What follows belongs to an exercise in optimizing a design on an open flow for small area, a short achievable clock period and few clock cycles per item; a production flow would make more cautious choices. At most, simulation tests tie the RTL to the original design; equivalence was not proved.

// qg_spread_quant
module qg_spread_quant (
    input  wire         clk,
    input  wire         rst,
    input  wire         in_valid,
    output wire         in_ready,
    input  wire         in_first,    
    input  wire         in_blank,    
    input  wire         in_dots,     
    input  wire         in_grey3,    
    input  wire [16:0]  in_share,    
    input  wire [15:0]  in_gain,     
    input  wire [2:0]   in_lev,      
    input  wire [127:0] in_vol,      
    output reg          out_valid,
    output reg  [2:0]   out_lev,
    output reg          out_clip
);
For scale: ~340 flip-flops, about 24000 µm² of cells after synthesis.
clock: 36.0 ns
lec_check: 0
abc_area: 1
cap_margin: 20
core_margin: 2
core_utilization: 40
cts_cluster_diameter: 100
cts_cluster_size: 22
place_density: 0.6
slew_margin: 20
standard.sh (not shown) runs the stock make flow with config.mk's settings and CLKGATE_MAP_FILE= SYNTH_SCRIPT=/design/flow/synth_recipe.tcl, a recipe that flattens the netlist after the stock synthesis.
==> flow/flow/run.sh <==
#!/bin/bash
# The standard layout, except that the ports are buffered with the
# smallest buffer (sky130_fd_sc_hd__buf_1) instead of the delay cell
# buffer_ports picks by itself.  Synthesis is the standard one.
set -euo pipefail
bash standard.sh synth > synth.log 2>&1
bash standard.sh "BUFFER_PORTS_ARGS=-buffer_cell sky130_fd_sc_hd__buf_1" finish > layout.log 2>&1
Edit:
--- a/flow/design.v
+++ b/flow/design.v
@@ -494,56 +494,49 @@
     function carry13(input [12:0] x, input [12:0] y);
         integer k;
         reg c;
         begin
             c = 1'b0;
             for (k = 0; k < 13; k = k + 1)
                 c = (x[k] & y[k]) | (x[k] & c) | (y[k] & c);
             carry13 = c;
         end
     endfunction
     wire [32:13] prod = mul_a[32:13] + mul_b[32:13] + carry13(mul_a[12:0], mul_b[12:0]);
     wire        sat  = !s1_dots && (|prod[32:30]);
-    wire [15:0] v1 [0:7];                        
-    assign v1[0] = 16'd0;
-    generate
-        for (gi = 1; gi < 8; gi = gi + 1) begin : g_v1
-            assign v1[gi] = s1_vol[16*gi-16 +: 16];
-        end
-    endgenerate
     wire [16:0] a    = sat ? 17'h0ffff : prod[30:14];
     reg         s2_valid;
     reg         s2_blank, s2_grey3;
     reg [16:0]  s2_a;
-    reg [15:0]  s2_own;
+    reg [2:0]   s2_lev;
     reg [111:0] s2_vol;
     always @(posedge clk) begin
         s2_valid <= s1_valid && !rst;
         s2_blank <= s1_blank;
         s2_grey3 <= s1_grey3;
         s2_a     <= a;
-        s2_own   <= v1[s1_lev];
+        s2_lev   <= s1_lev;
         s2_vol   <= s1_vol;
     end
     wire [15:0] v [0:8];
     assign v[0] = 16'd0;
     assign v[8] = 16'd0;
     generate
         for (gi = 1; gi < 8; gi = gi + 1) begin : g_v2
             assign v[gi] = s2_vol[16*gi-16 +: 16];
         end
     endgenerate
     reg  [15:0] c_want;
     reg  [15:0] c_nvol;      
-    wire [18:0] w_p  = {3'd0, s2_own};
+    wire [18:0] w_p  = {3'd0, v[s2_lev]};               
     wire [18:0] w_q  = {2'd0, s2_a};
     wire [18:0] w_v  = {3'b111, c_nvol};
     wire [18:0] w_s1 = w_p ^ w_q ^ w_v;
     wire [18:0] w_c1 = (w_p & w_q) | (w_p & w_v) | (w_q & w_v);
     wire [18:0] w_r  = {w_c1[17:0], 1'b1};
     wire [18:0] w_u  = {3'd0, c_want};
     wire [18:0] w_s2 = w_s1 ^ w_r ^ w_u;
     wire [18:0] w_c2 = (w_s1 & w_r) | (w_s1 & w_u) | (w_r & w_u);
     wire [18:0] want = w_s2 + {w_c2[17:0], 1'b0};
     wire        neg  = want[18];
     wire        big  = !neg && (|want[17:16]);
     function carry19(input [18:0] x, input [18:0] y, input ci);
@@ -556,25 +549,25 @@
             carry19 = c;
         end
     endfunction
     wire [19:0] nw2 = ~{want, 1'b0};
     wire [7:1]  up;
     generate
         for (gi = 1; gi < 8; gi = gi + 1) begin : g_up
             wire [19:0] y = {4'd0, v[gi-1]};
             wire [19:0] z = {4'd0, v[gi]};
             wire [19:0] s = nw2 ^ y ^ z;
             wire [19:0] c = (nw2 & y) | (nw2 & z) | (y & z);
             wire        t = s[19] ^ c[18] ^ carry19(s[18:0], {c[17:0], 1'b0}, 1'b1);
-            assign up[gi] = (gi < 4 || s2_grey3) && t && (v[gi] != v[gi-1]);
+            assign up[gi] = (gi < 4 || s2_grey3) && t && carry19({3'd0, v[gi]}, {3'b111, ~v[gi-1]}, 1'b0);
         end
     endgenerate
     wire [7:0] at_b;
     assign at_b[7] = up[7];
     assign at_b[6] = up[6] && !up[7];
     assign at_b[5] = up[5] && !(|up[7:6]);
     assign at_b[4] = up[4] && !(|up[7:5]);
     assign at_b[3] = up[3] && !(|up[7:4]);
     assign at_b[2] = up[2] && !(|up[7:3]);
     assign at_b[1] = up[1] && !(|up[7:2]);
     assign at_b[0] = !(|up[7:1]);
     wire [2:0] best = {at_b[7] | at_b[6] | at_b[5] | at_b[4],
After rerunning: Sequential share of layout area shrinks by 0.78 points. Synthesized cell count is higher by a few percent. Non-clock buffer count falls by 8. First-iteration DRC count increases by roughly a tenth. Wire length is lower by a few percent. Synthesized area shrinks slightly. Cell area shrinks slightly. Global-route usage decreases by 0.90 points. Worst setup slack gets worse by 0.67 ns. Hold slack improved by 0.0076 ns. Via count rises by a few percent. Maximum frequency drops by a little under a tenth.
Function was not checked in any run of this note: the RTL went through the layout flow alone.

Another version of the RTL of qg_spread_quant (not shown whole).
For scale: about 310 flip-flops, roughly 180 I/O pins, roughly 27,000 sq um of cells after synthesis.
clock: 36.0 ns
lec_check: 0
abc_area: 1
cap_margin: 20
core_margin: 2
core_utilization: 40
place_density: 0.6
slew_margin: 20
run.sh (not shown) runs the stock make flow with config.mk's settings and CLKGATE_MAP_FILE= SYNTH_SCRIPT=/design/flow/synth_recipe.tcl, a recipe that flattens the netlist after the stock synthesis.
Stock flow here: none of the scripts above is used.
The first run finished with timing, DRC and antenna clean.
Next try:
--- a/flow/design.v
+++ b/flow/design.v
@@ -518,19 +518,24 @@
     assign v[0] = 16'd0;
     assign v[8] = 16'd0;
     generate
         for (gi = 1; gi < 8; gi = gi + 1) begin : g_v2
             assign v[gi] = s2_vol[16*gi-16 +: 16];
         end
     endgenerate
-    reg  [15:0] err_q;
-    wire [15:0] err_in = err_q;
-    wire [18:0] want   = {1'b0, s2_base} + {{3{err_in[15]}}, err_in};
-    wire        neg    = want[18];
-    wire        big    = !neg && (|want[17:16]);
+    reg  [18:0] c_want;
+    reg  [15:0] c_vol;
+    wire [18:0] w_x = {1'b0, s2_base};
+    wire [18:0] w_y = c_want;
+    wire [18:0] w_z = {3'b111, ~c_vol};
+    wire [18:0] w_s = w_x ^ w_y ^ w_z;
+    wire [18:0] w_c = (w_x & w_y) | (w_x & w_z) | (w_y & w_z);
+    wire [18:0] want = w_s + {w_c[17:0], 1'b1};
+    wire        neg  = want[18];
+    wire        big  = !neg && (|want[17:16]);
     wire [8:0] below;
     assign below[0] = 1'b1;
     assign below[8] = 1'b0;
     generate
         for (gi = 1; gi < 8; gi = gi + 1) begin : g_below
             assign below[gi] = (gi < 4 || s2_grey3) && !neg && (big || want[15:0] > v[gi]);
         end
@@ -557,25 +562,32 @@
             v_hi   = v_hi   | ({16{at_m[l]}} & v[l+1]);
             lev_lo = lev_lo | ({3{at_m[l]}} & canon[l]);
         end
     end
     wire [2:0] lev_hi = {at_m[6] | at_m[5] | at_m[4] | at_m[3],
                          at_m[6] | at_m[5] | at_m[2] | at_m[1],
                          at_m[6] | at_m[4] | at_m[2] | at_m[0]};
-    wire [17:0] d_lo = want[17:0] - {2'd0, v_lo};    
-    wire [17:0] d_hi = want[17:0] - {2'd0, v_hi};    
-    wire [17:0] d_sum = d_lo + d_hi;
-    wire        up   = !clip && !d_sum[17] && (|d_sum);
-    wire [2:0]  best    = up ? lev_hi : lev_lo;
-    wire [15:0] err_new = (clip || neg) ? 16'd0 : (up ? d_hi[15:0] : d_lo[15:0]);
+    wire [18:0] up_x = {want[17:0], 1'b0};
+    wire [18:0] up_y = {3'b111, ~v_lo};
+    wire [18:0] up_z = {3'b111, ~v_hi};
+    wire [18:0] up_s = up_x ^ up_y ^ up_z;
+    wire [18:0] up_c = (up_x & up_y) | (up_x & up_z) | (up_y & up_z);
+    wire [18:0] up_t = up_s + {up_c[17:0], 1'b1};
+    wire        up   = !clip && !neg && !up_t[18];
+    wire [2:0]  best  = up ? lev_hi : lev_lo;
+    wire [15:0] v_sel = up ? v_hi : v_lo;
+    wire        zero  = clip || neg;
     always @(posedge clk) begin
         out_valid <= s2_valid && !rst;
-        if (s1_valid && s1_first)
-            err_q <= 16'd0;
-        else if (s2_valid && !s2_blank)
-            err_q <= err_new;
+        if (s1_valid && s1_first) begin
+            c_want <= 19'd0;
+            c_vol  <= 16'd0;
+        end else if (s2_valid && !s2_blank) begin
+            c_want <= zero ? 19'd0 : want;
+            c_vol  <= zero ? 16'd0 : v_sel;
+        end
         if (s2_valid) begin
             out_lev  <= s2_blank ? 3'd0 : best;
             out_clip <= !s2_blank && clip;
         end
     end
 endmodule
Non-clock buffer count goes up by 12.
Critical path depth goes down by 5.
Via count goes down by 1.9%.
First-iteration DRC count goes down by 10%.
Clock-buffer cell count goes up by 4.
Worst setup slack improved by 0.082 ns.
Cell area goes up by 0.93%.
Routed wire length goes down by about 1.2%.
Hold slack is about the same.
No run of this note included a check of the RTL's function; only the layout flow was run.

v6:
Another version of the RTL of qg_spread_quant (not shown whole).
Size: ~3000 cells after synthesis, roughly 180 I/O pins, roughly 25000 um2 of cells after synthesis.
Settings: LEC_CHECK=0, ABC_AREA=1, CAP_MARGIN=20, CORE_MARGIN=2, CORE_UTILIZATION=40, PLACE_DENSITY=0.6, SLEW_MARGIN=20; clock period 36.0 ns.
standard.sh (not shown) runs the stock make flow with config.mk's settings and CLKGATE_MAP_FILE= SYNTH_SCRIPT=/design/flow/synth_recipe.tcl, a recipe that flattens the netlist after the stock synthesis.
Scripts as last shown in full above: flow/flow/run.sh
Testbench counts of v6, summed over its fixed seeds: cycles 40,016, items 40,000.
Input changes introduced in v7 (baseline for comparison: v6):
--- a/flow/design.v
+++ b/flow/design.v
@@ -488,55 +488,57 @@
     wire s269 = c210 ^ ~bn7 ^ bp8_15;
     wire c270 = (c210 & ~bn7) | (c210 & bp8_15) | (~bn7 & bp8_15);
     wire s271 = bp8_16 ^ 1'b1;
     wire c272 = bp8_16 & 1'b1;
     assign mul_a = {c270, c268, c266, c264, c262, c260, c258, c256, c254, c252, c250, c248, c246, c244, c242, c240, c238, c236, c234, c232, c230, c228, c226, c224, c222, c220, c218, c216, c214, c212, s211, bp0_1, bp0_0};
     assign mul_b = {s271, s269, s267, s265, s263, s261, s259, s257, s255, s253, s251, s249, s247, s245, s243, s241, s239, s237, s235, s233, s231, s229, s227, s225, s223, s221, s219, s217, s215, s213, bn1, 1'b0, bn0};
-    wire [32:0] prod = mul_a + mul_b;             
-    wire        sat  = !s1_dots && (|prod[32:30]);
-    wire [15:0] v1 [0:7];
-    assign v1[0] = 16'd0;
-    generate
-        for (gi = 1; gi < 8; gi = gi + 1) begin : g_v1
-            assign v1[gi] = s1_vol[16*gi-16 +: 16];
+    function carry13(input [12:0] x, input [12:0] y);
+        integer k;
+        reg c;
+        begin
+            c = 1'b0;
+            for (k = 0; k < 13; k = k + 1)
+                c = (x[k] & y[k]) | (x[k] & c) | (y[k] & c);
+            carry13 = c;
         end
-    endgenerate
+    endfunction
+    wire [32:13] prod = mul_a[32:13] + mul_b[32:13] + carry13(mul_a[12:0], mul_b[12:0]);
+    wire        sat  = !s1_dots && (|prod[32:30]);
+    wire [16:0] a    = sat ? 17'h0ffff : prod[30:14];
     reg         s2_valid;
     reg         s2_blank, s2_grey3;
-    reg         s2_sat;
-    reg [16:0]  s2_prod;
-    reg [15:0]  s2_own;
+    reg [16:0]  s2_a;
+    reg [2:0]   s2_lev;
     reg [111:0] s2_vol;
     always @(posedge clk) begin
         s2_valid <= s1_valid && !rst;
         s2_blank <= s1_blank;
         s2_grey3 <= s1_grey3;
-        s2_sat   <= sat;
-        s2_prod  <= prod[30:14];
-        s2_own   <= v1[s1_lev];
+        s2_a     <= a;
+        s2_lev   <= s1_lev;
         s2_vol   <= s1_vol;
     end
     wire [15:0] v [0:8];
     assign v[0] = 16'd0;
     assign v[8] = 16'd0;
     generate
         for (gi = 1; gi < 8; gi = gi + 1) begin : g_v2
             assign v[gi] = s2_vol[16*gi-16 +: 16];
         end
     endgenerate
     reg  [18:0] c_want;
     reg  [15:0] c_vol;
-    wire [16:0] a    = s2_sat ? 17'h0ffff : s2_prod;
-    wire [18:0] w_p  = {3'd0, s2_own};
-    wire [18:0] w_q  = {2'd0, a};
-    wire [18:0] w_s1 = w_p ^ w_q ^ c_want;
-    wire [18:0] w_c1 = (w_p & w_q) | (w_p & c_want) | (w_q & c_want);
-    wire [18:0] w_r  = {w_c1[17:0], 1'b1};
+    wire [15:0] own  = v[s2_lev];
+    wire [18:0] w_p  = {3'd0, own};
+    wire [18:0] w_q  = {2'd0, s2_a};
     wire [18:0] w_v  = {3'b111, ~c_vol};
-    wire [18:0] w_s2 = w_s1 ^ w_r ^ w_v;
-    wire [18:0] w_c2 = (w_s1 & w_r) | (w_s1 & w_v) | (w_r & w_v);
+    wire [18:0] w_s1 = w_p ^ w_q ^ w_v;
+    wire [18:0] w_c1 = (w_p & w_q) | (w_p & w_v) | (w_q & w_v);
+    wire [18:0] w_r  = {w_c1[17:0], 1'b1};
+    wire [18:0] w_s2 = w_s1 ^ w_r ^ c_want;
+    wire [18:0] w_c2 = (w_s1 & w_r) | (w_s1 & c_want) | (w_r & c_want);
     wire [18:0] want = w_s2 + {w_c2[17:0], 1'b0};
     wire        neg  = want[18];
     wire        big  = !neg && (|want[17:16]);
     function carry19(input [18:0] x, input [18:0] y, input ci);
         integer k;
         reg c;
==> run notes <==
v7: done, clean on timing, DRC and antenna
Fraction of synthesis flops using an asynchronous set or reset pin came out exactly the same in v7 and v6.
v6 → v7: count of final max-slew check failures was more or less identical, proportion of cell area occupied by registers level, area occupied by multi-input gates down 400 um2, simple-gate area share of the yosys netlist flat, pin count of the biggest net entering global routing about even.
Looking only at buffers plus inverters on the worst setup path, and setting everything else aside, the higher value of v7 and v6 goes to v7.
In v7 the final area turned out about 4.4% lower than in v6.
Final worst-path setup slack, v7 and v6, lower one = v7.
For v7, only the layout was checked, not whether the RTL still works.

branch violet:
qg_spread_quant, a different RTL version from the one above (not shown whole).
Size in the first run: about 180 I/O pins, roughly 26000 µm² of cells after synthesis.
clock: 36.0 ns
lec_check: 0
abc_area: 1
cap_margin: 20
core_margin: 2
core_utilization: 40
place_density: 0.6
slew_margin: 20
run.sh (not shown) runs the stock make flow with config.mk's settings and CLKGATE_MAP_FILE= SYNTH_SCRIPT=/design/flow/synth_recipe.tcl, a recipe that flattens the netlist after the stock synthesis.
Stock flow here: none of the scripts above is used.
Setup changes, branch violet to branch yarrow
--- a/flow/design.v
+++ b/flow/design.v
@@ -496,51 +496,62 @@
     wire [16:0] a    = sat ? 17'h0ffff : prod[30:14];
     wire [15:0] v1 [0:7];
     assign v1[0] = 16'd0;
     generate
         for (gi = 1; gi < 8; gi = gi + 1) begin : g_v1
             assign v1[gi] = s1_vol[16*gi-16 +: 16];
         end
     endgenerate
     wire [15:0] own_vol = v1[s1_lev];
     wire [17:0] base    = own_vol + a;
     reg         s2_valid;
-    reg         s2_blank, s2_grey3;
+    reg         s2_first, s2_blank, s2_grey3;
     reg [17:0]  s2_base;
     reg [111:0] s2_vol;
     always @(posedge clk) begin
         s2_valid <= s1_valid && !rst;
+        s2_first <= s1_first;
         s2_blank <= s1_blank;
         s2_grey3 <= s1_grey3;
         s2_base  <= base;
         s2_vol   <= s1_vol;
     end
     wire [15:0] v [0:8];
     assign v[0] = 16'd0;
     assign v[8] = 16'd0;
     generate
         for (gi = 1; gi < 8; gi = gi + 1) begin : g_v2
             assign v[gi] = s2_vol[16*gi-16 +: 16];
         end
     endgenerate
     reg  [15:0] err_q;
-    wire [15:0] err_in = err_q;
+    wire [15:0] err_in = s2_first ? 16'd0 : err_q;
     wire [18:0] want   = {1'b0, s2_base} + {{3{err_in[15]}}, err_in};
     wire        neg    = want[18];
     wire        big    = !neg && (|want[17:16]);
+    function gt16(input [15:0] x, input [15:0] y);
+        integer k;
+        reg c;
+        begin
+            c = 1'b0;
+            for (k = 0; k < 16; k = k + 1)
+                c = (x[k] & ~y[k]) | (x[k] & c) | (~y[k] & c);
+            gt16 = c;
+        end
+    endfunction
     wire [8:0] below;
     assign below[0] = 1'b1;
     assign below[8] = 1'b0;
     generate
         for (gi = 1; gi < 8; gi = gi + 1) begin : g_below
-            assign below[gi] = (gi < 4 || s2_grey3) && !neg && (big || want[15:0] > v[gi]);
+            assign below[gi] = (gi < 4 || s2_grey3) && !neg && (big || gt16(want[15:0], v[gi]));
         end
     endgenerate
     wire clip = s2_grey3 ? below[7] : below[3];
     wire [7:0] at_m;
     wire [2:0] canon [0:7];
     assign canon[0] = 3'd0;
     generate
         for (gi = 0; gi < 8; gi = gi + 1) begin : g_m
             assign at_m[gi] = below[gi] && !below[gi+1];
             if (gi > 0) begin : g_c
                 assign canon[gi] = (v[gi] == v[gi-1]) ? canon[gi-1] : gi;
@@ -553,34 +564,44 @@
     always @(*) begin
         v_lo = 16'd0; v_hi = 16'd0; lev_lo = 3'd0;
         for (l = 0; l < 8; l = l + 1) begin
             v_lo   = v_lo   | ({16{at_m[l]}} & v[l]);
             v_hi   = v_hi   | ({16{at_m[l]}} & v[l+1]);
             lev_lo = lev_lo | ({3{at_m[l]}} & canon[l]);
         end
     end
     wire [2:0] lev_hi = {at_m[6] | at_m[5] | at_m[4] | at_m[3],
                          at_m[6] | at_m[5] | at_m[2] | at_m[1],
                          at_m[6] | at_m[4] | at_m[2] | at_m[0]};
-    wire [15:0] d_lo = want[15:0] - v_lo;             
-    wire [15:0] d_hi = want[15:0] - v_hi;             
-    wire [18:0] up_x = {want[17:0], 1'b0};
-    wire [18:0] up_y = {3'b111, ~v_lo};
-    wire [18:0] up_z = {3'b111, ~v_hi};
-    wire [18:0] up_s = up_x ^ up_y ^ up_z;
-    wire [18:0] up_c = (up_x & up_y) | (up_x & up_z) | (up_y & up_z);
-    wire [18:0] up_t = up_s + {up_c[17:0], 1'b1};
-    wire        up   = !clip && !neg && !up_t[18];
+    wire [15:0] d_lo = want[15:0] - v_lo;
+    wire [15:0] d_hi = want[15:0] - v_hi;
+    reg  [18:0] cs_s, cs_c;
+    reg         upc, ux, uy;
+    integer     k;
+    always @(*) begin
+        for (k = 0; k < 19; k = k + 1) begin
+            ux = (k == 0) ? 1'b0 : want[k-1];
+            uy = (k < 16) ? ~v_lo[k] : 1'b1;
+            upc = (k < 16) ? ~v_hi[k] : 1'b1;
+            cs_s[k] = ux ^ uy ^ upc;
+            cs_c[k] = (ux & uy) | (ux & upc) | (uy & upc);
+        end
+    end
+    wire [18:0] cs_sum = cs_s + {cs_c[17:0], 1'b1};
+    wire        up     = !clip && !neg && !cs_sum[18];
     wire [2:0]  best    = up ? lev_hi : lev_lo;
     wire [15:0] err_new = (clip || neg) ? 16'd0 : (up ? d_hi : d_lo);
     always @(posedge clk) begin
         out_valid <= s2_valid && !rst;
-        if (s1_valid && s1_first)
-            err_q <= 16'd0;
-        else if (s2_valid && !s2_blank)
-            err_q <= err_new;
         if (s2_valid) begin
-            out_lev  <= s2_blank ? 3'd0 : best;
-            out_clip <= !s2_blank && clip;
+            if (s2_blank) begin
+                err_q    <= err_in;
+                out_lev  <= 3'd0;
+                out_clip <= 1'b0;
+            end else begin
+                err_q    <= err_new;
+                out_lev  <= best;
+                out_clip <= clip;
+            end
         end
     end
 endmodule
### Flow results
- Termination of the worst setup path: err_q[15] -> branch yarrow, err_q[12] -> branch violet
- On proportion of synthesized area in mux cells, branch yarrow tracks branch violet almost exactly.
- Per the comparison of branch yarrow with branch violet, adder and majority cell fraction of the synthesized area fell by 4.5 points, data arrival time at the worst-slack endpoint +0.93 ns.
- Diff branch yarrow and branch violet: post-synthesis cell count higher in branch violet
- branch yarrow vs branch violet — number of distinct library cell variants in the gate-level netlist after synthesis dropped 7.8%.
- From branch violet to branch yarrow the numbers moved as follows: total number of multi-input combinational cells lost 68.
- Against branch violet, maximum clock rate in branch yarrow fell by a little under 10%.
No functional check of the RTL was part of any run of this note.

==> separate check: timing with driven ports <==
In the flow no input, the clock included, has a driving cell. The finished layouts below were timed again as built, in two steps.
Step 1 (the two cells are an assumption about what drives the block):
set clk [get_ports {clk}]
set_driving_cell -lib_cell sky130_fd_sc_hd__clkbuf_16 $clk
set_driving_cell -lib_cell sky130_fd_sc_hd__buf_2 [delete_from_list [all_inputs] $clk]
Step 2, shift: input delay + t, output delay - t, t = (earliest + latest rising clock arrival at the registers) / 2. This alone moves slack from input paths to output paths.
Slacks: ideal ports / drivers / drivers and shift; pairs: ideal ports / drivers.
run | t, ns | slack for setup (ns) | hold WS [ns] | clock arrival spread, ns | pins driven straight from the clock port
the first run of note 1 | 0.646 | 27.689 / 27.632 / 28.024 | 0.314 / 0.314 / 0.314 | 0.037 / 0.038 | 1
the second run of note 1 | 0.643 | 27.018 / 27.018 / 27.018 | 0.322 / 0.322 / 0.322 | 0.017 / 0.017 | 1
the first run of note 2 | 0.615 | 26.030 / 26.030 / 26.030 | 0.330 / 0.330 / 0.330 | 0.031 / 0.032 | 1
the second run of note 2 | 0.610 | 26.112 / 26.112 / 26.112 | 0.331 / 0.331 / 0.331 | 0.036 / 0.036 | 1
v6 | 0.627 | 27.728 / 27.671 / 27.792 | 0.329 / 0.329 / 0.329 | 0.026 / 0.025 | 1
v7 | 0.607 | 27.610 / 27.610 / 27.610 | 0.297 / 0.297 / 0.297 | 0.044 / 0.043 | 1
branch violet | 0.609 | 24.670 / 24.670 / 24.670 | 0.335 / 0.335 / 0.335 | 0.032 / 0.032 | 1
branch yarrow | 0.639 | 23.580 / 23.580 / 23.580 | 0.326 / 0.326 / 0.326 | 0.037 / 0.037 | 1
After both steps setup and hold are still met in every run listed.
